Background: an optimization exercise with open tools, aiming at small area and a short achievable clock period. Do not read the settings as production practice. At most, simulation tests tie the RTL to the original design; equivalence was not proved. Function not checked in runs 2 to 5: the RTL went through the layout flow alone. Power figures rest on the tool's default switching activity, not on a simulated workload.

==> design/flow/design.v <==
module ecc144_codec (
    input  wire         clk,
    input  wire         rst,
    input  wire         in_valid,
    input  wire         in_op,         
    input  wire [2:0]   in_src,
    input  wire [127:0] in_data,
    input  wire [15:0]  in_check,
    output reg          out_valid,
    output reg  [127:0] out_data,
    output reg  [15:0]  out_check,
    output reg  [1:0]   out_status,
    output reg  [5:0]   out_sym,
    output reg  [3:0]   out_err,
    output reg  [15:0]  corr_cnt,
    output reg  [15:0]  uncorr_cnt,
    output reg  [2:0]   last_src,
    output reg  [5:0]   last_sym,
    output reg  [3:0]   last_err
);
    localparam [1:0] ST_OK = 2'd0, ST_CORR = 2'd1, ST_UNCORR = 2'd2;
    localparam [15:0] CNT_MAX = 16'hFFFE;
    function [3:0] gf_mul(input [3:0] x, input [3:0] y);
        reg [6:0] r;
        integer i;
        begin
            r = 7'd0;
            for (i = 0; i < 4; i = i + 1)
                if (y[i]) r = r ^ ({3'd0, x} << i);
            for (i = 6; i >= 4; i = i - 1)
                if (r[i]) r = r ^ (7'h13 << (i - 4));
            gf_mul = r[3:0];
        end
    endfunction
    function [3:0] col_q(input [3:0] a, input [3:0] b);
        begin
            col_q = gf_mul(a, a) ^ gf_mul(a, b) ^ gf_mul(4'h8, gf_mul(b, b));
        end
    endfunction
    wire [15:0] kg = in_check & {16{in_op}};
    wire [15:0] syn;
    wire t144 = in_data[87] ^ in_data[107];
    wire t145 = in_data[21] ^ in_data[29];
    wire t146 = in_data[39] ^ in_data[47];
    wire t147 = in_data[22] ^ in_data[30];
    wire t148 = in_data[69] ^ in_data[77];
    wire t149 = in_data[91] ^ in_data[95];
    wire t150 = in_data[76] ^ in_data[124];
    wire t151 = in_data[104] ^ in_data[108];
    wire t152 = in_data[15] ^ in_data[43];
    wire t153 = in_data[114] ^ in_data[122];
    wire t154 = in_data[90] ^ in_data[94];
    wire t155 = in_data[75] ^ in_data[79];
    wire t156 = in_data[113] ^ in_data[121];
    wire t157 = in_data[20] ^ in_data[28];
    wire t158 = in_data[23] ^ in_data[31];
    wire t159 = in_data[51] ^ t144;
    wire t160 = in_data[86] ^ t147;
    wire t161 = in_data[103] ^ t146;
    wire t162 = in_data[116] ^ in_data[120];
    wire t163 = in_data[99] ^ in_data[123];
    wire t164 = in_data[106] ^ in_data[126];
    wire t165 = in_data[7] ^ in_data[71];
    wire t166 = in_data[70] ^ in_data[78];
    wire t167 = in_data[105] ^ in_data[109];
    wire t168 = in_data[11] ^ in_data[127];
    wire t169 = in_data[6] ^ in_data[14];
    wire t170 = in_data[52] ^ in_data[60];
    wire t171 = in_data[83] ^ in_data[111];
    wire t172 = in_data[36] ^ in_data[100];
    wire t173 = in_data[38] ^ in_data[46];
    wire t174 = in_data[84] ^ in_data[88];
    wire t175 = in_data[49] ^ in_data[57];
    wire t176 = in_data[37] ^ in_data[45];
    wire t177 = in_data[117] ^ in_data[125];
    wire t178 = in_data[85] ^ in_data[89];
    wire t179 = in_data[16] ^ in_data[24];
    wire t180 = in_data[115] ^ in_data[119];
    wire t181 = in_data[65] ^ in_data[73];
    wire t182 = t156 ^ t177;
    wire t183 = in_data[44] ^ t172;
    wire t184 = in_data[96] ^ t151;
    wire t185 = t148 ^ t181;
    wire t186 = t149 ^ t155;
    wire t187 = in_data[112] ^ t162;
    wire t188 = in_data[118] ^ t153;
    wire t189 = in_data[82] ^ t154;
    wire t190 = in_data[59] ^ t159;
    wire t191 = in_data[4] ^ in_data[12];
    wire t192 = in_data[33] ^ in_data[97];
    wire t193 = in_data[102] ^ in_data[110];
    wire t194 = in_data[80] ^ in_data[92];
    wire t195 = in_data[61] ^ in_data[93];
    wire t196 = in_data[42] ^ in_data[98];
    wire t197 = in_data[64] ^ in_data[68];
    wire t198 = in_data[2] ^ in_data[10];
    wire t199 = in_data[17] ^ in_data[25];
    wire t200 = in_data[50] ^ in_data[58];
    wire t201 = in_data[19] ^ in_data[27];
    wire t202 = in_data[66] ^ in_data[74];
    wire t203 = in_data[48] ^ in_data[56];
    wire t204 = in_data[5] ^ in_data[13];
    wire t205 = in_data[18] ^ in_data[26];
    wire t206 = in_data[32] ^ in_data[40];
    wire t207 = in_data[101] ^ t167;
    wire t208 = t174 ^ t194;
    wire t209 = in_data[41] ^ t192;
    wire t210 = t145 ^ t204;
    wire t211 = t152 ^ t163;
    wire t212 = t158 ^ t165;
    wire t213 = in_data[3] ^ t168;
    wire t214 = in_data[81] ^ t178;
    wire t215 = in_data[72] ^ t197;
    wire t216 = in_data[34] ^ t196;
    wire t217 = t166 ^ t202;
    wire t218 = t150 ^ t157;
    wire t219 = t171 ^ t180;
    wire t220 = t184 ^ t206;
    wire t221 = in_data[35] ^ t187;
    wire t222 = in_data[63] ^ t186;
    wire t223 = t160 ^ t173;
    wire t224 = t161 ^ t201;
    wire t225 = in_data[0] ^ in_data[8];
    wire t226 = in_data[1] ^ in_data[9];
    wire t227 = in_data[55] ^ in_data[67];
    wire t228 = in_data[54] ^ in_data[62];
    wire t229 = t170 ^ t179;
    wire t230 = t164 ^ t193;
    wire t231 = t175 ^ t176;
    wire t232 = kg[9] ^ kg[13];
    wire t233 = t169 ^ t198;
    wire t234 = kg[10] ^ kg[14];
    wire t235 = kg[11] ^ kg[15];
    wire t236 = in_data[53] ^ t195;
    wire t237 = t212 ^ t227;
    wire t238 = t182 ^ t185;
    wire t239 = t208 ^ t229;
    wire t240 = t214 ^ t236;
    wire t241 = t189 ^ t217;
    wire t242 = t188 ^ t233;
    wire t243 = t211 ^ t213;
    wire t244 = t218 ^ t225;
    wire t245 = t183 ^ t203;
    wire t246 = t207 ^ t209;
    wire t247 = t222 ^ t237;
    wire t248 = t190 ^ t224;
    wire t249 = t200 ^ t205;
    wire t250 = t199 ^ t226;
    wire t251 = kg[4] ^ t191;
    wire t252 = kg[8] ^ kg[12];
    wire t253 = t228 ^ t249;
    wire t254 = kg[5] ^ t210;
    wire t255 = t230 ^ t234;
    wire t256 = t215 ^ t252;
    wire t257 = t223 ^ t241;
    wire t258 = t238 ^ t250;
    wire t259 = t216 ^ t242;
    wire t260 = t221 ^ t243;
    wire t261 = t244 ^ t245;
    wire t262 = t220 ^ t239;
    wire t263 = t231 ^ t246;
    wire t264 = t247 ^ t248;
    wire t265 = in_data[79] ^ in_data[115];
    wire t266 = in_data[107] ^ in_data[111];
    wire t267 = in_data[47] ^ in_data[92];
    wire t268 = in_data[77] ^ in_data[125];
    wire t269 = in_data[78] ^ t164;
    wire t270 = t145 ^ t199;
    wire t271 = t169 ^ t268;
    wire t272 = t152 ^ t267;
    wire t273 = in_data[91] ^ t176;
    wire t274 = t157 ^ t200;
    wire t275 = t219 ^ t235;
    wire t276 = in_data[93] ^ t219;
    wire t277 = t185 ^ t232;
    wire t278 = t179 ^ t235;
    wire t279 = t265 ^ t270;
    wire t280 = t170 ^ t182;
    wire t281 = t191 ^ t215;
    wire t282 = in_data[106] ^ t216;
    wire t283 = kg[6] ^ t271;
    wire t284 = t189 ^ t272;
    wire t285 = in_data[126] ^ t251;
    wire t286 = kg[7] ^ t269;
    wire t287 = t220 ^ t286;
    wire t288 = t273 ^ t277;
    wire t289 = in_data[124] ^ t221;
    wire t290 = t240 ^ t255;
    wire t291 = t190 ^ t279;
    wire t292 = t261 ^ t262;
    wire t293 = t260 ^ t281;
    wire t294 = t210 ^ t258;
    wire t295 = t253 ^ t257;
    wire t296 = t188 ^ t263;
    wire t297 = kg[0] ^ t187;
    wire t298 = t251 ^ t256;
    wire t299 = t297 ^ t298;
    wire t300 = t292 ^ t299;
    wire t301 = kg[1] ^ t232;
    wire t302 = t240 ^ t254;
    wire t303 = t301 ^ t258;
    wire t304 = t263 ^ t302;
    wire t305 = t303 ^ t304;
    wire t306 = kg[2] ^ kg[6];
    wire t307 = t306 ^ t255;
    wire t308 = t259 ^ t307;
    wire t309 = t295 ^ t308;
    wire t310 = in_data[35] ^ kg[3];
    wire t311 = kg[7] ^ t310;
    wire t312 = t243 ^ t275;
    wire t313 = t311 ^ t312;
    wire t314 = t264 ^ t313;
    wire t315 = in_data[27] ^ in_data[31];
    wire t316 = in_data[53] ^ in_data[59];
    wire t317 = in_data[61] ^ in_data[68];
    wire t318 = in_data[84] ^ in_data[108];
    wire t319 = in_data[116] ^ in_data[123];
    wire t320 = kg[12] ^ t168;
    wire t321 = t266 ^ t315;
    wire t322 = t316 ^ t317;
    wire t323 = t318 ^ t319;
    wire t324 = t160 ^ t183;
    wire t325 = t218 ^ t320;
    wire t326 = t321 ^ t322;
    wire t327 = t323 ^ t222;
    wire t328 = t253 ^ t280;
    wire t329 = t284 ^ t285;
    wire t330 = t324 ^ t325;
    wire t331 = t326 ^ t327;
    wire t332 = t328 ^ t329;
    wire t333 = t330 ^ t296;
    wire t334 = t331 ^ t332;
    wire t335 = t333 ^ t334;
    wire t336 = in_data[8] ^ in_data[11];
    wire t337 = in_data[12] ^ in_data[19];
    wire t338 = in_data[23] ^ in_data[24];
    wire t339 = in_data[28] ^ in_data[40];
    wire t340 = in_data[44] ^ in_data[55];
    wire t341 = in_data[56] ^ in_data[60];
    wire t342 = in_data[72] ^ in_data[85];
    wire t343 = in_data[88] ^ in_data[105];
    wire t344 = in_data[120] ^ kg[13];
    wire t345 = t148 ^ t150;
    wire t346 = t151 ^ t155;
    wire t347 = t156 ^ t175;
    wire t348 = t193 ^ t205;
    wire t349 = t336 ^ t337;
    wire t350 = t338 ^ t339;
    wire t351 = t340 ^ t341;
    wire t352 = t342 ^ t343;
    wire t353 = t159 ^ t209;
    wire t354 = t344 ^ t345;
    wire t355 = t346 ^ t347;
    wire t356 = t348 ^ t349;
    wire t357 = t350 ^ t351;
    wire t358 = t352 ^ t223;
    wire t359 = t254 ^ t276;
    wire t360 = t282 ^ t284;
    wire t361 = t353 ^ t354;
    wire t362 = t355 ^ t356;
    wire t363 = t357 ^ t358;
    wire t364 = t359 ^ t360;
    wire t365 = t361 ^ t362;
    wire t366 = t363 ^ t364;
    wire t367 = t365 ^ t366;
    wire t368 = in_data[9] ^ in_data[13];
    wire t369 = in_data[25] ^ in_data[29];
    wire t370 = in_data[41] ^ in_data[43];
    wire t371 = in_data[45] ^ in_data[57];
    wire t372 = in_data[73] ^ in_data[89];
    wire t373 = in_data[94] ^ in_data[99];
    wire t374 = in_data[121] ^ kg[14];
    wire t375 = t144 ^ t149;
    wire t376 = t153 ^ t158;
    wire t377 = t166 ^ t167;
    wire t378 = t171 ^ t195;
    wire t379 = t203 ^ t368;
    wire t380 = t369 ^ t370;
    wire t381 = t371 ^ t372;
    wire t382 = t373 ^ t160;
    wire t383 = t274 ^ t374;
    wire t384 = t375 ^ t376;
    wire t385 = t377 ^ t378;
    wire t386 = t379 ^ t380;
    wire t387 = t381 ^ t224;
    wire t388 = t239 ^ t282;
    wire t389 = t283 ^ t382;
    wire t390 = t383 ^ t384;
    wire t391 = t385 ^ t386;
    wire t392 = t289 ^ t387;
    wire t393 = t388 ^ t389;
    wire t394 = t390 ^ t391;
    wire t395 = t392 ^ t393;
    wire t396 = t394 ^ t395;
    wire t397 = in_data[10] ^ in_data[14];
    wire t398 = in_data[26] ^ in_data[30];
    wire t399 = in_data[42] ^ in_data[46];
    wire t400 = in_data[58] ^ in_data[62];
    wire t401 = in_data[74] ^ in_data[95];
    wire t402 = in_data[110] ^ in_data[122];
    wire t403 = kg[15] ^ t154;
    wire t404 = t175 ^ t397;
    wire t405 = t398 ^ t399;
    wire t406 = t400 ^ t401;
    wire t407 = t402 ^ t211;
    wire t408 = t212 ^ t403;
    wire t409 = t404 ^ t405;
    wire t410 = t406 ^ t240;
    wire t411 = t245 ^ t280;
    wire t412 = t407 ^ t408;
    wire t413 = t409 ^ t287;
    wire t414 = t289 ^ t291;
    wire t415 = t410 ^ t411;
    wire t416 = t412 ^ t413;
    wire t417 = t414 ^ t415;
    wire t418 = t416 ^ t417;
    wire t419 = in_data[100] ^ t150;
    wire t420 = t184 ^ t208;
    wire t421 = t219 ^ t419;
    wire t422 = t256 ^ t420;
    wire t423 = t421 ^ t260;
    wire t424 = t422 ^ t264;
    wire t425 = t423 ^ t424;
    wire t426 = in_data[97] ^ t207;
    wire t427 = t214 ^ t232;
    wire t428 = t238 ^ t276;
    wire t429 = t426 ^ t427;
    wire t430 = t428 ^ t429;
    wire t431 = t264 ^ t292;
    wire t432 = t293 ^ t430;
    wire t433 = t431 ^ t432;
    wire t434 = in_data[86] ^ in_data[98];
    wire t435 = t434 ^ t241;
    wire t436 = t290 ^ t435;
    wire t437 = t294 ^ t296;
    wire t438 = t436 ^ t437;
    wire t439 = in_data[67] ^ in_data[71];
    wire t440 = in_data[103] ^ in_data[127];
    wire t441 = t144 ^ t163;
    wire t442 = t439 ^ t440;
    wire t443 = t186 ^ t230;
    wire t444 = t441 ^ t442;
    wire t445 = t275 ^ t443;
    wire t446 = t444 ^ t259;
    wire t447 = t445 ^ t295;
    wire t448 = t446 ^ t447;
    wire t449 = in_data[67] ^ in_data[100];
    wire t450 = t147 ^ t158;
    wire t451 = t205 ^ t449;
    wire t452 = t161 ^ t213;
    wire t453 = t217 ^ t450;
    wire t454 = t451 ^ t242;
    wire t455 = t246 ^ t285;
    wire t456 = t452 ^ t453;
    wire t457 = t262 ^ t288;
    wire t458 = t291 ^ t454;
    wire t459 = t455 ^ t456;
    wire t460 = t457 ^ t458;
    wire t461 = t459 ^ t460;
    wire t462 = in_data[15] ^ in_data[64];
    wire t463 = in_data[75] ^ in_data[104];
    wire t464 = in_data[112] ^ in_data[119];
    wire t465 = in_data[123] ^ t165;
    wire t466 = t173 ^ t174;
    wire t467 = t462 ^ t463;
    wire t468 = t464 ^ t465;
    wire t469 = t466 ^ t467;
    wire t470 = t254 ^ t468;
    wire t471 = t469 ^ t248;
    wire t472 = t259 ^ t261;
    wire t473 = t288 ^ t290;
    wire t474 = t470 ^ t471;
    wire t475 = t472 ^ t473;
    wire t476 = t474 ^ t475;
    wire t477 = in_data[7] ^ in_data[65];
    wire t478 = in_data[101] ^ in_data[105];
    wire t479 = in_data[113] ^ t145;
    wire t480 = t178 ^ t180;
    wire t481 = t226 ^ t228;
    wire t482 = t266 ^ t477;
    wire t483 = t478 ^ t161;
    wire t484 = t231 ^ t234;
    wire t485 = t479 ^ t480;
    wire t486 = t481 ^ t482;
    wire t487 = t244 ^ t278;
    wire t488 = t283 ^ t483;
    wire t489 = t484 ^ t485;
    wire t490 = t486 ^ t257;
    wire t491 = t487 ^ t488;
    wire t492 = t489 ^ t293;
    wire t493 = t490 ^ t491;
    wire t494 = t492 ^ t493;
    wire t495 = in_data[15] ^ in_data[66];
    wire t496 = in_data[76] ^ in_data[83];
    wire t497 = in_data[87] ^ in_data[90];
    wire t498 = in_data[102] ^ in_data[114];
    wire t499 = t146 ^ t198;
    wire t500 = t495 ^ t496;
    wire t501 = t497 ^ t498;
    wire t502 = t183 ^ t274;
    wire t503 = t499 ^ t500;
    wire t504 = t501 ^ t223;
    wire t505 = t256 ^ t278;
    wire t506 = t502 ^ t503;
    wire t507 = t247 ^ t287;
    wire t508 = t504 ^ t505;
    wire t509 = t506 ^ t294;
    wire t510 = t507 ^ t508;
    wire t511 = t509 ^ t510;
    assign syn[0] = t300;
    assign syn[1] = t305;
    assign syn[2] = t309;
    assign syn[3] = t314;
    assign syn[4] = t335;
    assign syn[5] = t367;
    assign syn[6] = t396;
    assign syn[7] = t418;
    assign syn[8] = t425;
    assign syn[9] = t433;
    assign syn[10] = t438;
    assign syn[11] = t448;
    assign syn[12] = t461;
    assign syn[13] = t476;
    assign syn[14] = t494;
    assign syn[15] = t511;
    reg         r1_valid;
    reg         r1_op;
    reg [2:0]   r1_src;
    reg [127:0] r1_data;
    reg [15:0]  r1_check;
    reg [15:0]  r1_syn;
    always @(posedge clk) begin
        if (rst) r1_valid <= 1'b0;
        else     r1_valid <= in_valid;
        r1_op    <= in_op;
        r1_src   <= in_src;
        r1_data  <= in_data;
        r1_check <= in_check;
        r1_syn   <= syn;
    end
    wire [3:0] s0 = r1_syn[3:0];
    wire [3:0] s1 = r1_syn[7:4];
    wire [3:0] s2 = r1_syn[11:8];
    wire [3:0] s3 = r1_syn[15:12];
    wire [3:0] c1 = s3 ^ gf_mul(4'h8, s2);
    wire [3:0] c3 = s1 ^ c1;
    wire [3:0] c2 = s2 ^ c3;
    wire [3:0] c0 = s0 ^ s2 ^ c1;
    wire [15:0] enc_check = {c3, c2, c1, c0};
    wire nz0  = |s0;
    wire zero = ~|{s3, s2, s1, s0};
    wire [15:0] eq1;
    wire [3:0]  eq2;
    genvar gc;
    generate
        for (gc = 0; gc < 16; gc = gc + 1) begin : g_eq1
            assign eq1[gc] = (s1 == gf_mul(gc, s0));
        end
        for (gc = 0; gc < 4; gc = gc + 1) begin : g_eq2
            assign eq2[gc] = (s2 == gf_mul(gc, s0));
        end
    endgenerate
    wire [3:0] qe  = gf_mul(s1, s1) ^ gf_mul(s1, s2) ^ gf_mul(4'h8, gf_mul(s2, s2)) ^ gf_mul(s0, s3);
    wire       qok = (qe == 4'h0);
    wire is_data = eq2[2] | eq2[3];
    wire posok   = is_data | ((eq2[0] | eq2[1]) & (eq1[0] | eq1[1]));
    wire corr    = nz0 & qok & posok;
    wire [3:0] a_bin;
    assign a_bin[0] = |{eq1[1], eq1[3], eq1[5], eq1[7], eq1[9], eq1[11], eq1[13], eq1[15]};
    assign a_bin[1] = |{eq1[2], eq1[3], eq1[6], eq1[7], eq1[10], eq1[11], eq1[14], eq1[15]};
    assign a_bin[2] = |{eq1[4], eq1[5], eq1[6], eq1[7], eq1[12], eq1[13], eq1[14], eq1[15]};
    assign a_bin[3] = |eq1[15:8];
    wire [5:0] pos = is_data ? {1'b0, eq2[3], a_bin} : {2'b10, 2'b00, eq2[1], a_bin[0]};
    wire [1:0] dec_status = zero ? ST_OK : (corr ? ST_CORR : ST_UNCORR);
    wire [5:0] dec_sym    = corr ? pos : 6'd0;
    wire [3:0] dec_err    = corr ? s0 : 4'h0;
    wire [15:0] eq3;
    generate
        for (gc = 0; gc < 16; gc = gc + 1) begin : g_eq3
            assign eq3[gc] = (s3 == gf_mul(gc, s0));
        end
    endgenerate
    wire [127:0] cdata;
    generate
        for (gc = 0; gc < 16; gc = gc + 1) begin : g_cd
            assign cdata[4*gc +: 4]      = s0 & {4{r1_op & eq1[gc] & eq2[2] & eq3[col_q(gc, 4'h2)]}};
            assign cdata[64 + 4*gc +: 4] = s0 & {4{r1_op & eq1[gc] & eq2[3] & eq3[col_q(gc, 4'h3)]}};
        end
    endgenerate
    wire [15:0] ccheck = {s0 & {4{r1_op & eq1[1] & eq2[1] & eq3[col_q(4'h1, 4'h1)]}},
                          s0 & {4{r1_op & eq1[0] & eq2[1] & eq3[col_q(4'h0, 4'h1)]}},
                          s0 & {4{r1_op & eq1[1] & eq2[0] & eq3[col_q(4'h1, 4'h0)]}},
                          s0 & {4{r1_op & eq1[0] & eq2[0] & eq3[col_q(4'h0, 4'h0)]}}};
    reg [2:0] out_src;
    always @(posedge clk) begin
        if (rst) out_valid <= 1'b0;
        else     out_valid <= r1_valid;
        out_src    <= r1_src;
        out_data   <= r1_data ^ cdata;
        out_check  <= r1_op ? (r1_check ^ ccheck) : enc_check;
        out_status <= r1_op ? dec_status : ST_OK;
        out_sym    <= r1_op ? dec_sym : 6'd0;
        out_err    <= r1_op ? dec_err : 4'h0;
    end
    always @(posedge clk) begin
        if (rst) begin
            corr_cnt   <= 16'd0;
            uncorr_cnt <= 16'd0;
            last_src   <= 3'd0;
            last_sym   <= 6'd0;
            last_err   <= 4'h0;
        end else if (out_valid) begin
            if (out_status == ST_CORR) begin
                if (corr_cnt != CNT_MAX) corr_cnt <= corr_cnt + 16'd1;
                last_src <= out_src;
                last_sym <= out_sym;
                last_err <= out_err;
            end
            if (out_status == ST_UNCORR && uncorr_cnt != CNT_MAX)
                uncorr_cnt <= uncorr_cnt + 16'd1;
        end
    end
endmodule
==> design/flow/flow/run.sh <==
#!/bin/bash
# The standard layout, with the input ports buffered by buf_2 cells and the output ports
# by buf_1 cells (after global placement, see out_bufs.tcl) instead of the default
# clkdlybuf4s50_1; the tools' output goes to standard.log here.
set -euo pipefail
export BUFFER_PORTS_ARGS="-inputs -buffer_cell sky130_fd_sc_hd__buf_2"
export POST_GLOBAL_PLACE_TCL="$PWD/flow/out_bufs.tcl"
bash standard.sh > standard.log 2>&1
==> design/flow/flow/out_bufs.tcl <==
# one buf_1 on every output port, placed by the detailed placement that follows
buffer_ports -outputs -buffer_cell sky130_fd_sc_hd__buf_1
==> design/flow/standard.sh <==
#!/bin/bash
# synth_recipe.tcl (not shown) runs the flow's synth.tcl, then flattens the netlist and writes it again
# the make line also repeats each setting of config.mk as NAME=value (left out here)
make -C /OpenROAD-flow-scripts/flow DESIGN_CONFIG=/design/flow/config.mk WORK_HOME=/design/flow/orfs CLKGATE_MAP_FILE= SYNTH_SCRIPT=/design/flow/synth_recipe.tcl "${@:-finish}"
==> design/flow/config.mk <==
export PLATFORM = sky130hd
export DESIGN_NAME = ecc144_codec
export DESIGN_NICKNAME = ecc144_codec
export VERILOG_FILES = /design/flow/design.v
export SDC_FILE = /design/flow/constraint.sdc
export NUM_CORES = 4
export LEC_CHECK = 0
export CAP_MARGIN = 20
export CORE_MARGIN = 2
export CORE_UTILIZATION = 55
export CTS_BUF_LIST = sky130_fd_sc_hd__clkbuf_8
export CTS_CLUSTER_DIAMETER = 50
export CTS_CLUSTER_SIZE = 16
export PLACE_DENSITY = 0.85
export SETUP_SLACK_MARGIN = 4.5
export SLEW_MARGIN = 20
==> design/flow/constraint.sdc <==
create_clock -name core_clock -period 7.5 [get_ports {clk}]
set_input_delay 1.5000 -clock core_clock [delete_from_list [all_inputs] [get_ports {clk}]]
set_output_delay 1.5000 -clock core_clock [all_outputs]
set_load 0.01 [all_outputs]
==> results of run 1 <==
==> cell usage after synthesis, types with 8 or more instances <==
cell	count
xor2_1	154
xnor2_1	488
inv_1	12
nand4_1	11
o21ai_0	15
nand2_1	245
and3_1	18
a21oi_1	26
nor3_1	34
nor4_1	10
or3_1	9
ha_1	16
mux2i_1	8
clkbuf_1	30
buf_2	18
xnor3_1	13
nor2_1	76
and2_1	9
dfxtp_1	370
buf_1	14
nand3_1	23
nand2b_1	8
nor3_2	10
==> logic make-up after synthesis <==
family                     Yosys count  share of synthesized area [%]
AOI/OAI and AO/OA                   74                           2.83
DFF                                370                           43.8
buffers and inverters               81                           2.11
xor gates and xnor gates           661                           35.8
muxes                                8                          0.474
adders and majority gates           16                           1.18
and+or+nand+nor                    491                           13.8
==> per-layer routing <==
| layer | vias to the layer above | routed length, um | GRT usage, % |
|---|---|---|---|
| li1 | 6114 | - | - |
| met1 | 6444 | 20500 | 40.4 |
| met2 | 754 | 26500 | 56.5 |
| met3 | 163 | 4710 | 7.32 |
| met4 | 2 | 3160 | 17.6 |
| met5 | - | 18 | 0 |
==> path summary, 6_finish.rpt <==
kind	from	end	cells after the start
worst max-delay path	r1_syn[2]	out_data[2]	11
worst max register to register	r1_syn[2]	out_data[2]	11
worst min-delay path	r1_src[0]	out_src[0]	0
worst min register to register	r1_src[0]	out_src[0]	0
==> timing repair <==
action	CTS	global route
buffers inserted	19	10
resized for setup	59	46
setup endpoints to repair	161	99
pin swaps	11	9
==> layout by cell type, fill, tap and decap left out, types with 17 or more instances in the layout <==
master	netlist	routed
a21oi_1	26	25
and3_1	18	17
buf_1	14	202
buf_2	18	151
buf_4	4	31
clkbuf_8	0	36
dfxtp_1	370	361
nand2_1	245	245
nand3_1	23	23
nor2_1	76	70
nor3_1	34	29
xnor2_1	488	462
xnor2_2	0	25
xor2_1	154	140
==> registers in the layout (all words and copies together) (netlist names), 4 cells and up <==
signal	cells
r1_data	128
r1_syn	16
out_sym	6
r1_check	16
out_data	128
last_sym	6
last_err	4
out_err	4
corr_cnt	16
uncorr_cnt	16
out_check	16
==> power by group <==
part           total (W)  switching [W]  internal, W
Sequential       0.00241       0.000231      0.00218
Clock            0.00129       0.000737     0.000549
Combinational    0.00558        0.00319      0.00239
Total            0.00928        0.00416      0.00512
==> worst max-delay path, delay by kind of cell, from the launching register on <==
kind	cells	cell delay, ns
adder cells (fa/ha/maj)	1	0.32
flip-flops	1	0.45
AND/OR/NAND/NOR	4	0.84
buffers and inverters	4	0.72
XOR/XNOR	2	0.52
==> final cells by class <==
type	count	area [um^2]	area share [%]
multi-input cells	1250	9810	48.0
well taps	396	495	2.43
clock buffers	36	495	2.43
diodes	2	5.00	0.0245
clock inverters	20	229	1.12
inverters	13	56.3	0.276
flip-flops and latches	370	7420	36.3
repair buffers	392	1910	9.34
==> through the flow <==
| step | setup slack (ns) | util, % |
|---|---|---|
| after floorplan | 4.37 | - |
| after global placement | 3.39 | 59.3 |
| after global routing | 4.44 | 67.1 |
| final | 4.50 | 67.1 |
| after CTS | 4.49 | 65.9 |
| after detailed placement | 3.41 | 61.8 |
==> summary.md, run 1 <==
| Metric | Value |
|---|---|
| Outcome | `no timing/DRC/antenna violations` |
| Die Span Y | `179 um` |
| Clock Skews | `0.0401 ns` |
| Synth top area share | `43.8%` |
| Largest area contributor in the netlist | `dfxtp_1` |
| Clock Root Buffer | `clkbuf_8` |
| Dpl cells | `2,392` |
| Cell variety after synth | `65` |
| WL final | `54,900 um` |
| Net Count, Synth | `1,868` |
| Total Power | `0.00928 W` |
| WS Path Type | `register to register` |
| Fin area | `0.0204 mm^2` |
| Ys flop type | `dfxtp_1` |
| Cts bufs inserted | `35` |
| Period utilization | `40.0%` |
| Die width | `179 um` |
| Max Cap Violations | `0` |
| Die area | `0.0321 mm^2` |
| Slowest stage cell, crit path | `dfxtp_4` |
| Crit-path most repeated cell | `buf_4` |
| Vias | `13,477` |
| Vias in the first global route | `13,350` |
| CP Data Required Time | `7.92 ns` |
| Fin. Hold Viols | `0` |
| Post-DP Area | `0.0188 mm^2` |
| Cells after Synth | `1,701` |
| Final Max Tran Viols | `0` |
| Worst Tran Pin Value | `1.01 ns` |
| Final ANT Viol Nets | `0` |
| Hpwl dp | `41,600 um` |
| H-tree depth | `2` |
| RSZ-0062 raised after global routing | `yes` |
| PwrDens | `454 mW/mm^2` |
| CP cell instances | `inv_1 > ha_4 > buf_2 > buf_4 > xor2_1 > nor2_1 > nand3_1 > nor3_1 > buf_4 > nand2_1 > xnor2_1` |
| Achievable frequency | `333 MHz` |
| Worst EP arrival | `3.42 ns` |
| Rows | `64` |
| CTS sink cnt | `370` |
| Top cells by area, synth | `dfxtp_1, xnor2_1, xor2_1` |
| Maximum vdd drop | `0.317 mV` |
| Port bufs | `352` |
| Final setup fails | `0` |
| Max-slew headroom | `31.9%` |
| Area delta synth->final | `20.8%` |
| Routed length per instance | `22.1 um` |
| Clk latency of the worst-skew pair | `0.58 ns` |
| GRT Total Usage | `33.7%` |
| TNS Setup | `0 ns` |
| IO Pins | `353` |
| Drt initial violations | `922` |
| Initial antenna violation count | `2` |
| Post-synthesis area per instance | `9.94 um^2` |
| Startpoint Class | `register` |
| Fin nets | `2,229` |
| Syn. warnings | `1` |
| Slowest stage delay, CP | `0.45 ns` |
| First-pass GRT wire length | `80,000 um` |
| Period minus WS final | `3.00 ns` |
| Hold crit path type | `register to register` |
| CTS max path bufs | `3` |
| DRC Markers | `0` |
| R2R Setup Slk | `4.50 ns` |
| Share of layout cells above drive strength 1 | `17.1%` |
| Peak fanout along the critical path | `7` |
| Largest net degree at the start of global routing | `63` |
| CTS tree | `built` |
| Leakage | `7.82 nW` |
| Seq/Total Area, Yosys | `43.8%` |
| Count of flip-flops with a built-in enable after synthesis | `0` |
| Vias per cell | `5.44` |
| GR Overflow Total | `0` |
| Cell area after synthesis | `0.0169 mm^2` |
| Post-CTS Hold Buffers | `0` |
| Core area | `0.0304 mm^2` |
| Yosys reg bits | `370` |
| Min Hold Slack | `0.341 ns` |
| Clk slew on worst S/H paths | `0.09 ns` |
| Fraction of registers with async set/reset | `0%` |
| First-pass DRT Iterations | `5` |
| Post-route insts no fill | `2,479` |
| Crit path capture type | `register` |
| Initial Utilization | `55.5%` |
| Filler instances | `2,281` |
==> run 2, diff against run 1 <==
--- a/design/flow/design.v
+++ b/design/flow/design.v
@@ -33,9 +33,4 @@
         end
     endfunction
-    function [3:0] col_q(input [3:0] a, input [3:0] b);
-        begin
-            col_q = gf_mul(a, a) ^ gf_mul(a, b) ^ gf_mul(4'h8, gf_mul(b, b));
-        end
-    endfunction
     wire [15:0] kg = in_check & {16{in_op}};
     wire [15:0] syn;
@@ -475,21 +470,17 @@
     wire [5:0] dec_sym    = corr ? pos : 6'd0;
     wire [3:0] dec_err    = corr ? s0 : 4'h0;
-    wire [15:0] eq3;
-    generate
-        for (gc = 0; gc < 16; gc = gc + 1) begin : g_eq3
-            assign eq3[gc] = (s3 == gf_mul(gc, s0));
-        end
-    endgenerate
+    wire g0 = r1_op & qok & eq2[0];
+    wire g1 = r1_op & qok & eq2[1];
+    wire g2 = r1_op & qok & eq2[2];
+    wire g3 = r1_op & qok & eq2[3];
     wire [127:0] cdata;
     generate
         for (gc = 0; gc < 16; gc = gc + 1) begin : g_cd
-            assign cdata[4*gc +: 4]      = s0 & {4{r1_op & eq1[gc] & eq2[2] & eq3[col_q(gc, 4'h2)]}};
-            assign cdata[64 + 4*gc +: 4] = s0 & {4{r1_op & eq1[gc] & eq2[3] & eq3[col_q(gc, 4'h3)]}};
+            assign cdata[4*gc +: 4]      = s0 & {4{g2 & eq1[gc]}};
+            assign cdata[64 + 4*gc +: 4] = s0 & {4{g3 & eq1[gc]}};
         end
     endgenerate
-    wire [15:0] ccheck = {s0 & {4{r1_op & eq1[1] & eq2[1] & eq3[col_q(4'h1, 4'h1)]}},
-                          s0 & {4{r1_op & eq1[0] & eq2[1] & eq3[col_q(4'h0, 4'h1)]}},
-                          s0 & {4{r1_op & eq1[1] & eq2[0] & eq3[col_q(4'h1, 4'h0)]}},
-                          s0 & {4{r1_op & eq1[0] & eq2[0] & eq3[col_q(4'h0, 4'h0)]}}};
+    wire [15:0] ccheck = {s0 & {4{g1 & eq1[1]}}, s0 & {4{g1 & eq1[0]}},
+                          s0 & {4{g0 & eq1[1]}}, s0 & {4{g0 & eq1[0]}}};
     reg [2:0] out_src;
     always @(posedge clk) begin
==> design/flow/run.sh (new file) <==
#!/bin/bash
# synth_recipe.tcl (not shown) runs the flow's synth.tcl, then flattens the netlist and writes it again
# the make line also repeats each setting of config.mk as NAME=value (left out here)
make -C /OpenROAD-flow-scripts/flow DESIGN_CONFIG=/design/flow/config.mk WORK_HOME=/design/flow/orfs CLKGATE_MAP_FILE= SYNTH_SCRIPT=/design/flow/synth_recipe.tcl finish
==> design/flow/config.mk (replaced) <==
export PLATFORM = sky130hd
export DESIGN_NAME = ecc144_codec
export DESIGN_NICKNAME = ecc144_codec
export VERILOG_FILES = /design/flow/design.v
export SDC_FILE = /design/flow/constraint.sdc
export NUM_CORES = 4
export LEC_CHECK = 0
export CAP_MARGIN = 20
export CORE_MARGIN = 2
export CORE_UTILIZATION = 40
export SETUP_SLACK_MARGIN = 4.5
export SLEW_MARGIN = 20
removed: design/flow/flow/run.sh
removed: design/flow/flow/out_bufs.tcl
removed: design/flow/standard.sh
==> run 2 against run 1 <==
Register-to-register slack is essentially flat. Worst hold slack lost 0.014 ns. Cell area grew 22%. Cell count grew 6.2%. Clock-buffer cell count grew 20. Critical endpoint is now r1_syn[11]. Largest power group unchanged.
==> summary.md, run 2 <==
| Metric | Value |
|---|---|
| Final ANT Viol Nets | `0 (unchanged)` |
| Die Span Y | `209 um (+16%)` |
| Outcome | `no timing/DRC/antenna violations` |
| R2r endpoint | `out_data[64]` |
| Clock Power Share | `17.1% (+3.2 points)` |
| First-pass DRT Iterations | `5 (unchanged)` |
| Final Max Tran Viols | `0 (unchanged)` |
| Top cells by area, synth | `dfxtp_1, xnor2_1, xor2_1` |
| R2R Setup Slk | `4.49 ns (about the same)` |
| Achievable frequency | `324 MHz (-2.8%)` |
| Worst Tran Pin Value | `1.15 ns (+0.140 ns)` |
| Largest registers | `out_data (128), r1_data (128)` |
| Most frequent cells in the layout | `dfxtp_1, xnor2_1, xor2_1` |
| Post-CTS Hold Buffers | `0 (unchanged)` |
| Cell variety after synth | `58 (-11%)` |
| Rows | `75 (+17%)` |
| Net Count, Synth | `1,778 (-4.8%)` |
| Critical Path Start | `in_data[115]` |
| Max Cap Violations | `0 (unchanged)` |
| Fin nets | `2,224 (-0.22%)` |
| Dpl cells | `2,455 (+2.6%)` |
| Cell area after synthesis | `0.0168 mm^2 (-0.73%)` |
| TNS Setup | `0 ns (unchanged)` |
| NetSw | `0.00550 W (+32%)` |
| Clock Skews | `0.0160 ns (-0.0241 ns)` |
| Largest net degree at the start of global routing | `48 (-24%)` |
| Cells after Synth | `1,616 (-5.0%)` |
| Filler instances | `3,556 (+56%)` |
| GR Overflow Total | `0 (unchanged)` |
| Initial antenna violation count | `2 (unchanged)` |
| Clk latency of the worst-skew pair | `0.58 ns (about the same)` |
| Vias in the first global route | `13,230 (-0.90%)` |
| Crit path capture type | `register` |
| Slowest stage cell, crit path | `clkdlybuf4s50_1` |
| Switching Fraction | `46.3% (+1.5 points)` |
| WS Path Type | `primary input to register` |
| Drt initial violations | `747 (-19%)` |
| Fin. Hold Viols | `0 (unchanged)` |
| Flop pwr share | `19.9% (-6.1 points)` |
| Period utilization | `41.2% (+1.1 points)` |
| Cts bufs inserted | `41 (+17%)` |
| Worst EP arrival | `3.54 ns (+0.12 ns)` |
| Count of flip-flops with a built-in enable after synthesis | `0 (unchanged)` |
| CTS sink cnt | `370 (unchanged)` |
| Internal power | `0.00637 W (+24%)` |
| Port bufs | `352 (unchanged)` |
| CP Data Required Time | `7.95 ns (+0.03 ns)` |
| Post-route insts no fill | `2,632 (+6.2%)` |
| CP cell instances | `clkdlybuf4s50_1 > xnor2_1 > xnor2_2 > xnor2_2 > xnor2_1 > xnor2_2 > xnor2_2` |
| DRC Markers | `0 (unchanged)` |
| Hpwl dp | `45,200 um (+8.6%)` |
| Clock Root Buffer | `clkbuf_16` |
| Post-synthesis area per instance | `10.4 um^2 (+4.5%)` |
| Crit-path most repeated cell | `xnor2_2` |
| Startpoint Class | `primary input` |
| CTS max path bufs | `3 (unchanged)` |
| Commonest non-fill, non-tap cell in the layout | `dfxtp_1` |
| CTS tree | `built` |
| Die area | `0.0436 mm^2 (+36%)` |
| Core area | `0.0417 mm^2 (+37%)` |
| Period minus WS final | `3.09 ns (+0.0862 ns)` |
| Clk slew on worst S/H paths | `0.06 ns (-0.03 ns)` |
| RSZ-0062 raised after global routing | `yes` |
| Peak fanout along the critical path | `3 (-4)` |
| Worst r2r path cells | `11 (unchanged)` |
| Combinational share of power | `63.0% (+2.9 points)` |
| Largest area contributor in the netlist | `dfxtp_1` |
| FF-to-FF Start | `r1_syn[6]` |
| Vias per cell | `4.97 (-8.5%)` |
| Syn. warnings | `1 (unchanged)` |
| First-pass GRT wire length | `88,500 um (+11%)` |
| Fraction of registers with async set/reset | `0% (unchanged)` |
| Max-slew headroom | `23.3% (-8.7 points)` |
| Initial Utilization | `40.3% (-15 points)` |
| Area delta synth->final | `48.8%` |
| IO Pins | `353 (unchanged)` |
| H-tree depth | `2 (unchanged)` |
| Leakage | `10.5 nW (+35%)` |
| Maximum vdd drop | `0.440 mV (+39%)` |
| Hold crit path type | `register to register` |
| Seq/Total Area, Yosys | `44.1% (+0.32 points)` |
| GRT Total Usage | `27.6% (-6.1 points)` |
| Routed length per instance | `23.6 um (+6.7%)` |
| WL final | `62,200 um (+13%)` |
| Global placer's final weighted congestion | `0.880` |
| Yosys reg bits | `370 (unchanged)` |
| Count leader, synth | `dfxtp_1` |
| Die width | `209 um (+16%)` |
| Vias | `13,087 (-2.9%)` |
| Slowest stage delay, CP | `0.69 ns (+0.24 ns)` |
| Final setup fails | `0 (unchanged)` |
| Synth cell count leaders | `dfxtp_1, xnor2_1, xor2_1` |
| Ys flop type | `dfxtp_1` |
| Share of layout cells above drive strength 1 | `24.7% (+7.6 points)` |
| PwrDens | `475 mW/mm^2 (+4.7%)` |
| Synth top area share | `44.1% (+0.32 points)` |
| Worst Setup EP | `r1_syn[11]` |
-- run 2: cell families after synthesis --
family          synth area share [%]
compound gates                  3.68
xor+xnor                        33.0
fa+ha+maj                      0.820
buf+inv                         2.58
flops                           44.1
mux                            0.447
simple gates                    15.3
-- run 2: worst min-delay path by stage --
stage / start / end / slack [ns] / cells past startpoint
2_1_floorplan: r1_src[0] / out_src[0] / 0.31 / 0
3_3_place_gp: r1_src[2] / out_src[2] / 0.31 / 0
3_5_place_dp: r1_src[2] / out_src[2] / 0.31 / 0
4_1_cts: r1_src[1] / out_src[1] / 0.33 / 0
5_1_grt: r1_src[0] / out_src[0] / 0.34 / 0
6_report: r1_src[0] / out_src[0] / 0.33 / 0
-- run 2: power by group through the flow --
stage / registers (W) / clock network, W / logic (W)
after global routing: 0.00238 / 0.00215 / 0.00782
after global placement: 0.00240 / 0 / 0.00535
after detailed placement: 0.00240 / 0 / 0.00536
after CTS: 0.00236 / 0.00207 / 0.00666
final: 0.00236 / 0.00203 / 0.00748
after floorplan: 0.00234 / 0 / 0.00407
-- run 2: layer usage --
metal	part of all wire, %	track usage (%)	vias to the layer above
met5	0.021	0	-
met4	2.9	8.62	2
met3	5.6	4.97	92
met2	48	47.3	450
met1	43	35.4	6405
li1	-	-	6138
-- run 2: metrics by stage --
stage / worst slack (ns) / total power [W] / util (%) / hold WS (ns) / area (um^2)
detailed placement: 3.16 / 0.00775 / 50.3 / 0.312 / 21000
finish: 4.41 / 0.0119 / 59.9 / 0.327 / 25000
CTS: 4.46 / 0.0111 / 57.4 / 0.330 / 23900
floorplan: 4.43 / 0.00641 / - / 0.310 / 17000
global route: 4.40 / 0.0123 / 59.9 / 0.336 / 25000
global placement: 2.93 / 0.00775 / 50.3 / 0.311 / 21000
-- run 2: layout make-up --
type	count	area, um^2	area share (%)
Antenna cell	3	7.51	0.0301
Clock buffer	56	1180	4.74
Clock inverter	15	170	0.681
Inverter	16	66.3	0.266
Multi-Input combinational cell	1160	10800	43.3
Sequential cell	370	7440	29.8
Tap cell	539	674	2.70
Timing Repair Buffer	473	4610	18.5
-- run 2: repair_timing --
item / CTS / global route
cloned: 4 / 2
endpoints found under the setup margin: 226 / 151
setup buffers: 63 / 34
resized for setup: 292 / 170
endpoints found under the hold margin: 0 / 0
pin swaps: 66 / 72
-- run 2: worst max-delay path, delay by kind of cell --
family	cells	cell delay [ns]
xor gates and xnor gates	6	1.33
buffers and inverters	1	0.69
==> run 3, diff against run 2 <==
==> design/flow/flow/run.sh (new file) <==
#!/bin/bash
# The standard layout, with every port buffered by a buf_2 cell instead of the default
# clkdlybuf4s50_1 (smaller and faster); the tools' output goes to standard.log here.
set -euo pipefail
export BUFFER_PORTS_ARGS="-buffer_cell sky130_fd_sc_hd__buf_2"
bash standard.sh > standard.log 2>&1
==> design/flow/standard.sh (new file) <==
#!/bin/bash
# synth_recipe.tcl (not shown) runs the flow's synth.tcl, then flattens the netlist and writes it again
# the make line also repeats each setting of config.mk as NAME=value (left out here)
make -C /OpenROAD-flow-scripts/flow DESIGN_CONFIG=/design/flow/config.mk WORK_HOME=/design/flow/orfs CLKGATE_MAP_FILE= SYNTH_SCRIPT=/design/flow/synth_recipe.tcl "${@:-finish}"
removed: design/flow/run.sh
==> run 3 against run 2 <==
Still clean on timing, DRC and antenna. Combinational power is 15% lower. Synthesized cell count stayed put. Sequential share of layout area is 4.5 points higher. Clock-buffer cell count is 3 higher. Cell count is 2.5% lower. Power is 9.0% lower. Largest power group unchanged. Highest routed layer unchanged.
==> summary.md, run 3 <==
| Metric | Value |
|---|---|
| Cts bufs inserted | `41 (unchanged)` |
| DRC Markers | `0 (unchanged)` |
| Register Area | `0.00743 mm^2 (-0.10%)` |
| Post-synthesis area per instance | `10.4 um^2 (unchanged)` |
| WS Path Type | `primary input to register` |
| Area of the multi-input gates | `0.00976 mm^2 (-9.9%)` |
| Die width | `209 um (unchanged)` |
| Period minus WS final | `2.96 ns (-0.126 ns)` |
| CTS tree | `built` |
| Ant. Diodes | `0 (-3)` |
| Post-route insts no fill | `2,565 (-2.5%)` |
| Largest net degree at the start of global routing | `48 (unchanged)` |
| Global placer's final weighted congestion | `0.944 (+7.3%)` |
| Min-Delay Startpoint | `r1_src[2]` |
| Final setup fails | `0 (unchanged)` |
| Synth cell count leaders | `dfxtp_1, xnor2_1, xor2_1` |
| Area delta synth->final | `29.1%` |
| H-tree depth | `2 (unchanged)` |
| Crit path capture type | `register` |
| Final Max Tran Viols | `0 (unchanged)` |
| FF-to-FF Start | `r1_syn[3]` |
| Crit-path most repeated cell | `xnor2_1` |
| Syn. warnings | `1 (unchanged)` |
| Peak fanout along the critical path | `2 (-1)` |
| Net Count, Synth | `1,778 (unchanged)` |
| Die area | `0.0436 mm^2 (unchanged)` |
| Count leader, synth | `dfxtp_1` |
| Vias per cell | `4.94 (-0.61%)` |
| PwrDens | `499 mW/mm^2 (+4.9%)` |
| Dpl cells | `2,452 (-0.12%)` |
| Worst EP arrival | `3.46 ns (-0.08 ns)` |
| Fin nets | `2,158 (-3.0%)` |
| WL final | `57,600 um (-7.4%)` |
| Synth top area share | `44.1% (unchanged)` |
| IO Pins | `353 (unchanged)` |
| Post-CTS Hold Buffers | `0 (unchanged)` |
| Count of flip-flops with a built-in enable after synthesis | `0 (unchanged)` |
| CP delay by family, top | `XOR/XNOR gates` |
| Routed length per instance | `22.5 um (-5.0%)` |
| Clk slew on worst S/H paths | `0.07 ns (about the same)` |
| Outcome | `no timing/DRC/antenna violations` |
| Share of layout cells above drive strength 1 | `33.9% (+9.2 points)` |
| TNS Setup | `0 ns (unchanged)` |
| RSZ-0062 raised after global routing | `yes` |
| CTS sink cnt | `370 (unchanged)` |
| Max Cap Violations | `0 (unchanged)` |
| Achievable frequency | `337 MHz (+4.3%)` |
| Rows | `75 (unchanged)` |
| Vias | `12,676 (-3.1%)` |
| Maximum vdd drop | `0.486 mV (+10%)` |
| Hpwl dp | `43,200 um (-4.3%)` |
| Slowest stage delay, CP | `0.49 ns (-0.20 ns)` |
| CP cell instances | `buf_2 > xor2_2 > xnor2_1 > xnor2_1 > xnor2_2 > xnor2_1 > xnor2_1 > xnor2_1` |
| Commonest non-fill, non-tap cell in the layout | `dfxtp_1` |
| Cells after Synth | `1,616 (unchanged)` |
| Fin. Hold Viols | `0 (unchanged)` |
| Startpoint Class | `primary input` |
| Core area | `0.0417 mm^2 (unchanged)` |
| Clock Skews | `0.0361 ns (+0.0201 ns)` |
| Largest area contributor in the netlist | `dfxtp_1` |
| Port bufs | `352 (unchanged)` |
| Vias in the first global route | `12,750 (-3.6%)` |
| Cell area after synthesis | `0.0168 mm^2 (unchanged)` |
| Top cells by area, synth | `dfxtp_1, xnor2_1, xor2_1` |
| Max-slew headroom | `29.1% (+5.8 points)` |
| Filler instances | `3,783 (+6.4%)` |
| Slowest stage cell, crit path | `xnor2_1` |
| Die Span Y | `209 um (unchanged)` |
| GR Overflow Total | `0 (unchanged)` |
| CTS max path bufs | `3 (unchanged)` |
| Ys flop type | `dfxtp_1` |
| Hold crit path type | `register to register` |
| Clk latency of the worst-skew pair | `0.59 ns (about the same)` |
| Final ANT Viol Nets | `0 (unchanged)` |
| Most frequent cells in the layout | `dfxtp_1, buf_2, xnor2_1` |
| Clock Root Buffer | `clkbuf_16` |
| Initial Utilization | `40.3% (unchanged)` |
| Drt initial violations | `667 (-11%)` |
| Cell variety after synth | `58 (unchanged)` |
| Seq/Total Area, Yosys | `44.1% (unchanged)` |
| Critical Path Start | `in_data[21]` |
| Initial antenna violation count | `2 (unchanged)` |
| Leakage | `8.84 nW (-16%)` |
| First-pass GRT wire length | `83,300 um (-5.9%)` |
| CP Data Required Time | `7.99 ns (+0.04 ns)` |
| Buffer and inverter count on the worst path | `1 (unchanged)` |
| Fraction of registers with async set/reset | `0% (unchanged)` |
| Yosys reg bits | `370 (unchanged)` |
| Min Hold Slack | `0.325 ns (-0.00181 ns)` |
| Worst Tran Pin Value | `1.06 ns (-0.0864 ns)` |
| Largest registers | `out_data (128), r1_data (128)` |
| First-pass DRT Iterations | `7 (+2)` |
| GRT Total Usage | `25.9% (-1.7 points)` |
| Period utilization | `39.5% (-1.7 points)` |
run 3: cell types whose count changed in the layout (fill, tap and decap cells not counted), moves of 13 or more:
cell	before	now
dlygate4sd2_1	106	0
buf_2	1	352
nor3_4	20	1
buf_4	100	40
dlymetal6s2s_1	42	0
xor2_2	31	18
xnor2_2	96	32
xor2_1	231	247
clkdlybuf4s50_1	192	0
xnor2_1	234	307
run 3: cell type report:
class                           count  area share [%]
Tap cell                          539            3.11
Multi-Input combinational cell   1160            45.0
Clock buffer                       59            5.60
Clock inverter                     14           0.843
Inverter                           16           0.289
Sequential cell                   370            34.3
Timing Repair Buffer              407            10.8
run 3: logic make-up after synthesis:
group | count (synthesis) | share of synthesized area, %
fa+ha+maj | 11 | 0.820
buf+inv | 87 | 2.58
simple gates | 430 | 15.3
mux | 7 | 0.447
compound gates | 89 | 3.68
xor+xnor | 622 | 33.0
flops | 370 | 44.1
run 3: worst register-to-register path, delay by kind of cell, from the launching register on:
kind          cells  cell delay [ns]
flops             1             0.35
simple gates      3             1.48
xor+xnor          1             0.26
fa+ha+maj         1             0.38
buf+inv           2             0.37
run 3: timing repair:
action	CTS	global route
cloned	2	1
endpoints found under the setup margin	165	159
buffers inserted	19	18
pin swaps	13	10
resized for setup	63	63
run 3: power by group:
part | internal [W] | switching [W]
Clock | 0.00121 | 0.000851
Combinational | 0.00244 | 0.00394
Sequential | 0.00219 | 0.000169
Total | 0.00584 | 0.00496
run 3: worst paths after layout:
path	end	slack, ns	cells after the start
setup / recovery	r1_syn[13]	4.54	8
hold reg to reg	out_src[2]	0.33	0
hold / removal	out_src[2]	0.33	0
setup reg to reg	out_sym[2]	4.55	7
run 3: metal layers:
layer	share of wire (%)	wire length (um)	GRT usage, %
met1	44	25300	33.7
met2	47	27100	43.1
met3	5.1	2960	3.86
met4	3.9	2250	10.7
met5	0.023	13	0
run 3: per-stage QoR:
stage / worst slack, ns / util, % / cell area, um^2 / power [W]
2_1_floorplan: 4.43 / - / 17000 / 0.00641
3_3_place_gp: 3.23 / 46.0 / 19200 / 0.00756
3_5_place_dp: 3.29 / 46.0 / 19200 / 0.00758
4_1_cts: 4.44 / 50.7 / 21100 / 0.0104
5_1_grt: 4.45 / 52.0 / 21700 / 0.0113
6_report: 4.54 / 52.0 / 21700 / 0.0108
==> run 4, diff against run 3 <==
--- a/design/flow/config.mk
+++ b/design/flow/config.mk
@@ -9,4 +9,4 @@
 export CORE_MARGIN = 2
 export CORE_UTILIZATION = 40
-export SETUP_SLACK_MARGIN = 4.5
+export SETUP_SLACK_MARGIN = 5.0
 export SLEW_MARGIN = 20
==> run 4 against run 3 <==
Wire length rose by 15%. Combinational power increased by 76%. Cell area up 31%. Sequential power barely moved. Clock power fell by 3%. Cell count increased by 7.7%. Utilization is 16 points higher. Die area unchanged. Clock-buffer cell count shrank 5. Register-to-register slack improved by 0.11 ns. Worst setup slack better by 0.13 ns. Highest routed layer unchanged.
==> summary.md, run 4 <==
| Metric | Value |
|---|---|
| Outcome | `no timing/DRC/antenna violations` |
| Die width | `209 um (unchanged)` |
| H-tree depth | `2 (unchanged)` |
| Largest net degree at the start of global routing | `48 (unchanged)` |
| Peak fanout along the critical path | `19 (+17)` |
| Hpwl dp | `42,700 um (-1.2%)` |
| First-pass DRT Iterations | `5 (-2)` |
| Achievable frequency | `352 MHz (+4.4%)` |
| CP cell instances | `buf_6 > xor2_1 > a21oi_2 > buf_4 > xnor3_1 > nand3_2 > a211oi_4 > o21ai_4 > buf_12 > buf_12 > buf_16 > nor3_4 > xor2_1` |
| Period utilization | `37.8% (-1.7 points)` |
| Slowest stage delay, CP | `0.36 ns (-0.13 ns)` |
| Seq/Total Area, Yosys | `44.1% (unchanged)` |
| Largest registers | `out_data (128), r1_data (128)` |
| GRT Total Usage | `28.4% (+2.5 points)` |
| Global placer's final weighted congestion | `0.934 (-1.1%)` |
| Count of flip-flops with a built-in enable after synthesis | `0 (unchanged)` |
| Vias in the first global route | `14,201 (+11%)` |
| Max Cap Violations | `0 (unchanged)` |
| Initial antenna violation count | `10 (+8)` |
| First-pass GRT wire length | `91,300 um (+9.7%)` |
| Buffer and inverter count on the worst path | `5 (+4)` |
| Fin area | `0.0284 mm^2 (+31%)` |
| Filler instances | `2,897 (-23%)` |
| PwrDens | `547 mW/mm^2 (+9.7%)` |
| Post-layout util | `68.2% (+16 points)` |
| Final WS setup | `4.66 ns (+0.126 ns)` |
| Cell variety after synth | `58 (unchanged)` |
| Final setup fails | `0 (unchanged)` |
| Synth top area share | `44.1% (unchanged)` |
| Post-CTS Hold Buffers | `0 (unchanged)` |
| CTS tree | `built` |
| IO Pins | `353 (unchanged)` |
| Maximum vdd drop | `0.642 mV (+32%)` |
| Cts bufs inserted | `41 (unchanged)` |
| Clock Root Buffer | `clkbuf_16` |
| TNS Setup | `0 ns (unchanged)` |
| Die Span Y | `209 um (unchanged)` |
| Worst Tran Pin Value | `0.845 ns (-0.219 ns)` |
| Fin. Hold Viols | `0 (unchanged)` |
| Rows | `75 (unchanged)` |
| Post-synthesis area per instance | `10.4 um^2 (unchanged)` |
| Area delta synth->final | `69.4%` |
| Commonest non-fill, non-tap cell in the layout | `buf_6` |
| Count leader, synth | `dfxtp_1` |
| Fraction of registers with async set/reset | `0% (unchanged)` |
| Final Max Tran Viols | `0 (unchanged)` |
| CTS max path bufs | `3 (unchanged)` |
| Cells after Synth | `1,616 (unchanged)` |
| Most frequent cells in the layout | `buf_6, xor2_1, xnor2_1` |
| Clk slew on worst S/H paths | `0.06 ns (about the same)` |
| CP Data Required Time | `7.97 ns (-0.02 ns)` |
| WL final | `66,300 um (+15%)` |
| Hold crit path type | `register to register` |
| Vias | `14,262 (+13%)` |
| Syn. warnings | `1 (unchanged)` |
| Share of layout cells above drive strength 1 | `57.1% (+23 points)` |
| Routed length per instance | `24.0 um (+6.8%)` |
| WS Path Type | `register to register` |
| Worst EP arrival | `3.31 ns (-0.15 ns)` |
| Vias per cell | `5.16 (+4.5%)` |
| Period minus WS final | `2.84 ns (-0.126 ns)` |
| Clock Skews | `0.0181 ns (-0.0179 ns)` |
| Top cells by area, synth | `dfxtp_1, xnor2_1, xor2_1` |
| Final ANT Viol Nets | `0 (unchanged)` |
| CTS sink cnt | `370 (unchanged)` |
| Clk latency of the worst-skew pair | `0.56 ns (-0.03 ns)` |
| Total Power | `0.0155 W (+44%)` |
| Drt initial violations | `977 (+46%)` |
| CP delay by family, top | `buffers and inverters` |
| Fin nets | `2,356 (+9.2%)` |
| Pre-CTS WS | `3.63 ns (+0.345 ns)` |
| Initial Utilization | `40.3% (unchanged)` |
| Die area | `0.0436 mm^2 (unchanged)` |
| Max-slew headroom | `43.6% (+15 points)` |
| Largest area contributor in the netlist | `dfxtp_1` |
| Core area | `0.0417 mm^2 (unchanged)` |
| Crit path capture type | `register` |
| Post-DP Area | `0.0197 mm^2 (+2.9%)` |
| Ys flop type | `dfxtp_1` |
| Port bufs | `352 (unchanged)` |
| Synth cell count leaders | `dfxtp_1, xnor2_1, xor2_1` |
| Leakage | `12.9 nW (+46%)` |
| GR Overflow Total | `0 (unchanged)` |
| Slowest stage cell, crit path | `dfxtp_1` |
| Yosys reg bits | `370 (unchanged)` |
| Startpoint Class | `register` |
| Cell area after synthesis | `0.0168 mm^2 (unchanged)` |
| RSZ-0062 raised after global routing | `yes` |
| Net Count, Synth | `1,778 (unchanged)` |
| DRC Markers | `0 (unchanged)` |
-- run 4: cell counts after synthesis --
Identical to the previous run, type by type.
-- run 4: repair_timing --
action | in CTS | in global routing
gates cloned | 18 | 6
pin swaps | 289 | 208
setup buffers | 160 | 56
setup endpoints to repair | 351 | 359
gates resized for setup | 722 | 287
-- run 4: layout make-up --
type	count	area (um^2)	share of cell area [%]
sequential	370	7680	27.0
clock buffer	54	1130	3.99
tap	539	674	2.37
timing repair buffer	605	6050	21.3
inverter	16	83.8	0.295
clock inverter	13	158	0.555
multi-input combinational	1160	12600	44.4
antenna	5	12.5	0.0440
-- run 4: cells by family after synthesis --
group / synth area share, %
xor+xnor: 33.0
simple gates: 15.3
flops: 44.1
compound gates: 3.68
buf+inv: 2.58
fa+ha+maj: 0.820
mux: 0.447
-- run 4: worst register-to-register path, stage by stage (launching register included) --
cell and delay, ns:
dfxtp_1 0.36, buf_6 0.26, xor2_1 0.22, a21oi_2 0.11, buf_4 0.14, xnor3_1 0.26, nand3_2 0.11, a211oi_4 0.29
o21ai_4 0.16, buf_12 0.19, buf_12 0.15, buf_16 0.17, nor3_4 0.14, xor2_1 0.21
-- run 4: final timing paths --
check	from	slack (ns)	cells after the start	to
setup / recovery	r1_syn[5]	4.66	13	out_data[66]
setup reg to reg	r1_syn[5]	4.66	13	out_data[66]
hold reg to reg	r1_src[2]	0.32	0	out_src[2]
hold / removal	r1_src[2]	0.32	0	out_src[2]
-- run 4: stage by stage --
stage               instances  hold slack, ns
global route             2761           0.347
global placement         2450           0.315
floorplan                1616           0.310
finish                   2762           0.324
CTS                      2695           0.326
detailed placement       2450           0.317
-- run 4: layer usage --
| metal | GRT usage, % | wire length, um | vias to the layer above |
|---|---|---|---|
| li1 | - | - | 6426 |
| met1 | 35.4 | 25800 | 6951 |
| met2 | 47.1 | 31700 | 685 |
| met3 | 5.68 | 4960 | 194 |
| met4 | 14.1 | 3690 | 6 |
| met5 | 0 | 43 | - |
-- run 4: where the power goes --
part	internal [W]	switching, W	leakage [nW]
registers	0.00220	0.000161	3.14
clock network	0.00117	0.000822	0.642
logic	0.00509	0.00610	9.13
total	0.00845	0.00709	12.9
==> run 5, diff against run 4 <==
--- a/design/flow/config.mk
+++ b/design/flow/config.mk
@@ -9,4 +9,7 @@
 export CORE_MARGIN = 2
 export CORE_UTILIZATION = 40
-export SETUP_SLACK_MARGIN = 5.0
+export CTS_BUF_LIST = sky130_fd_sc_hd__clkbuf_8
+export CTS_CLUSTER_DIAMETER = 60
+export CTS_CLUSTER_SIZE = 20
+export SETUP_SLACK_MARGIN = 4.5
 export SLEW_MARGIN = 20
==> run 5 against run 4 <==
Still clean. Synthesized area unchanged. Clock skew is 0.016 ns higher. Non-clock buffer count decreased by 191. Clock power fell by 35%. Wire length down 14%. Worst setup slack got worse by 0.13 ns. Critical path depth decreased by 4. Cell area down 27%. Flip-flop and latch count stayed put. Largest cell class unchanged.
==> summary.md, run 5 <==
| Metric | Value |
|---|---|
| Outcome | `no timing/DRC/antenna violations` |
| WL final | `57,100 um (-14%)` |
| Vias in the first global route | `12,579 (-11%)` |
| IO Pins | `353 (unchanged)` |
| Fin area | `0.0208 mm^2 (-27%)` |
| RSZ-0062 raised after global routing | `yes` |
| Clk latency of the worst-skew pair | `0.69 ns (+0.13 ns)` |
| Yosys reg bits | `370 (unchanged)` |
| PwrDens | `487 mW/mm^2 (-11%)` |
| Largest area contributor in the netlist | `dfxtp_1` |
| Synth top area share | `44.1% (unchanged)` |
| Share of layout cells above drive strength 1 | `32.5% (-25 points)` |
| Count of flip-flops with a built-in enable after synthesis | `0 (unchanged)` |
| Rows | `75 (unchanged)` |
| GR Overflow Total | `0 (unchanged)` |
| Ys flop type | `dfxtp_1` |
| Seq/Total Area, Yosys | `44.1% (unchanged)` |
| Startpoint Class | `primary input` |
| Hpwl dp | `43,200 um (+1.2%)` |
| Maximum vdd drop | `0.485 mV (-24%)` |
| Post-synthesis area per instance | `10.4 um^2 (unchanged)` |
| Cell area after synthesis | `0.0168 mm^2 (unchanged)` |
| Slowest stage cell, crit path | `xnor2_1` |
| Initial Utilization | `40.3% (unchanged)` |
| Net Count, Synth | `1,778 (unchanged)` |
| Crit path capture type | `register` |
| Syn. warnings | `1 (unchanged)` |
| Max Cap Violations | `0 (unchanged)` |
| Cell variety after synth | `58 (unchanged)` |
| Commonest non-fill, non-tap cell in the layout | `dfxtp_1` |
| Worst Tran Pin Value | `0.922 ns (+0.0769 ns)` |
| GRT Total Usage | `25.5% (-2.9 points)` |
| Peak fanout along the critical path | `3 (-16)` |
| Area delta synth->final | `24.1%` |
| CTS tree | `built` |
| Die width | `209 um (unchanged)` |
| Slowest stage delay, CP | `0.33 ns (-0.03 ns)` |
| Fin. Hold Viols | `0 (unchanged)` |
| Final setup fails | `0 (unchanged)` |
| Achievable frequency | `337 MHz (-4.4%)` |
| CP Data Required Time | `8.07 ns (+0.10 ns)` |
| Vias per cell | `4.94 (-4.3%)` |
| Count leader, synth | `dfxtp_1` |
| Core area | `0.0417 mm^2 (unchanged)` |
| CP cell instances | `buf_2 > xor2_2 > xnor2_1 > xnor2_1 > xnor2_1 > xnor2_1 > xor2_2 > xnor2_1 > xnor2_1` |
| Leakage | `8.48 nW (-34%)` |
| H-tree depth | `1 (-1)` |
| TNS Setup | `0 ns (unchanged)` |
| Worst EP arrival | `3.54 ns (+0.23 ns)` |
| First-pass GRT wire length | `82,200 um (-10%)` |
| Initial antenna violation count | `2 (-8)` |
| Clock Skews | `0.0344 ns (+0.0163 ns)` |
| Filler instances | `3,880 (+34%)` |
| Clk slew on worst S/H paths | `0.11 ns (+0.05 ns)` |
| Top cells by area, synth | `dfxtp_1, xnor2_1, xor2_1` |
| Cts bufs inserted | `31 (-24%)` |
| Final ANT Viol Nets | `0 (unchanged)` |
| First-pass DRT Iterations | `5 (unchanged)` |
| Routed length per instance | `22.4 um (-6.7%)` |
| Fin nets | `2,155 (-8.5%)` |
| Largest registers | `out_data (128), r1_data (128)` |
| Cells after Synth | `1,616 (unchanged)` |
| Drt initial violations | `678 (-31%)` |
| Vias | `12,614 (-12%)` |
| Crit-path most repeated cell | `xnor2_1` |
| Period utilization | `39.6% (+1.7 points)` |
| Port bufs | `352 (unchanged)` |
| Final Max Tran Viols | `0 (unchanged)` |
| Hold crit path type | `register to register` |
| Period minus WS final | `2.97 ns (+0.130 ns)` |
| Global placer's final weighted congestion | `0.944 (+1.1%)` |
| Most frequent cells in the layout | `dfxtp_1, buf_2, xnor2_1` |
| Max-slew headroom | `38.1% (-5.5 points)` |
| Synth cell count leaders | `dfxtp_1, xnor2_1, xor2_1` |
| Clock Root Buffer | `clkbuf_8` |
| DRC Markers | `0 (unchanged)` |
| CTS sink cnt | `370 (unchanged)` |
| Die Span Y | `209 um (unchanged)` |
| CTS max path bufs | `3 (unchanged)` |
| WS Path Type | `primary input to register` |
| Die area | `0.0436 mm^2 (unchanged)` |
| Fraction of registers with async set/reset | `0% (unchanged)` |
| Post-DP Area | `0.0192 mm^2 (-2.8%)` |
| Largest net degree at the start of global routing | `48 (unchanged)` |
[run 5: cell count changes in the layout (fill, tap and decap cells not counted), moves of 76 or more]
cell	change
buf_2	+223
nor3_4	-92
dfxtp_1	+174
nor3_2	+76
xnor2_1	+118
buf_6	-218
dfxtp_2	-163
buf_4	-139
[run 5: logic make-up after synthesis]
group | Yosys count | synth area share (%)
AO/OA/AOI/OAI | 89 | 3.68
XOR/XNOR | 622 | 33.0
adder cells (fa/ha/maj) | 11 | 0.820
buffers and inverters | 87 | 2.58
flip-flops | 370 | 44.1
multiplexers | 7 | 0.447
AND/OR/NAND/NOR | 430 | 15.3
[run 5: repair_timing]
item / CTS / global route
endpoints found under the setup margin: 159 / 149
gates resized for setup: 57 / 43
pin swaps: 10 / 11
hold buffers: 0 / 0
buffers inserted: 18 / 25
gates cloned: 2 / 2
[run 5: layout make-up]
| cell class | count | area (um^2) | area share (%) |
|---|---|---|---|
| timing repair buffer | 414 | 2410 | 11.6 |
| clock inverter | 19 | 240 | 1.15 |
| antenna | 1 | 2.50 | 0.0120 |
| inverter | 16 | 62.6 | 0.300 |
| sequential | 370 | 7430 | 35.7 |
| multi-input combinational | 1160 | 9540 | 45.8 |
| clock buffer | 34 | 468 | 2.25 |
| tap | 539 | 674 | 3.24 |
[run 5: per-layer routing]
layer  part of all wire, %  GRT usage, %  up-vias  routed length (um)
li1                      -             -     5987                   -
met1                    44          33.4     6025               24900
met2                    46          42.0      488               26500
met3                   6.1          4.42      112                3490
met4                   3.9          10.2        2                2230
met5                 0.023             0        -                  13
[run 5: path summary, 6_finish.rpt]
check,slack [ns],startpoint,cells after the start,endpoint
max,4.53,in_data[95],9,r1_syn[8]
min reg2reg,0.32,r1_src[2],0,out_src[2]
max reg2reg,4.56,r1_syn[12],9,out_sym[3]
min,0.32,r1_src[2],0,out_src[2]
[run 5: worst max-delay path, delay by kind of cell]
| family | cells | cell delay (ns) |
|---|---|---|
| xor+xnor | 8 | 1.81 |
| buf+inv | 1 | 0.22 |
[run 5: through the flow]
step	utilization [%]	worst slack, ns	cells	power [W]	hold slack [ns]
floorplan	-	4.43	1616	0.00641	0.310
global route	50.0	4.50	2552	0.0107	0.319
finish	50.0	4.53	2553	0.0101	0.320
CTS	48.9	4.51	2525	0.00965	0.322
detailed placement	46.0	3.29	2452	0.00758	0.314
global placement	46.0	3.23	2452	0.00756	0.313
[run 5: report_power, final]
group	total, W	internal [W]	switching (W)
Sequential	0.00235	0.00219	0.000166
Combinational	0.00649	0.00252	0.00398
Clock	0.00130	0.000506	0.000790

## static timing again, ports no longer ideal
How much do the figures lean on ideal ports? The routed layouts below were timed once more, with nothing changed but the port constraints. Step 1, drivers: a clkbuf_16 drives clk and a buf_2 each remaining input, both assumed. Step 2 adds t to the input delays and takes it off the output delays; t is the mean of the earliest and latest rising clock arrival at the registers after step 1. Input paths then give back, and output paths get back, about the clock's delay inside the block. Three values: no drivers, after step 1, after step 2; two values: the first two.
run	t, ns	slack for setup (ns)	worst setup path at the end	worst register clock-pin slew, ns	worst slew at a driven data input, ns
run 1	0.607	4.497 / 4.497 / 3.935	input to register	0.10 / 0.10	0.09
run 2	0.625	4.411 / 4.431 / 3.807	input to register	0.07 / 0.07	0.11
run 3	0.627	4.537 / 4.549 / 3.923	input to register	0.07 / 0.07	0.09
run 4	0.610	4.663 / 4.663 / 4.069	input to register	0.07 / 0.07	0.12
run 5	0.717	4.533 / 4.558 / 3.842	input to register	0.13 / 0.13	0.08
After both steps every run listed still meets setup and hold. The setup slack of run 5, which loses most, moves by +0.025 ns with the drivers and by -0.691 ns with both steps.
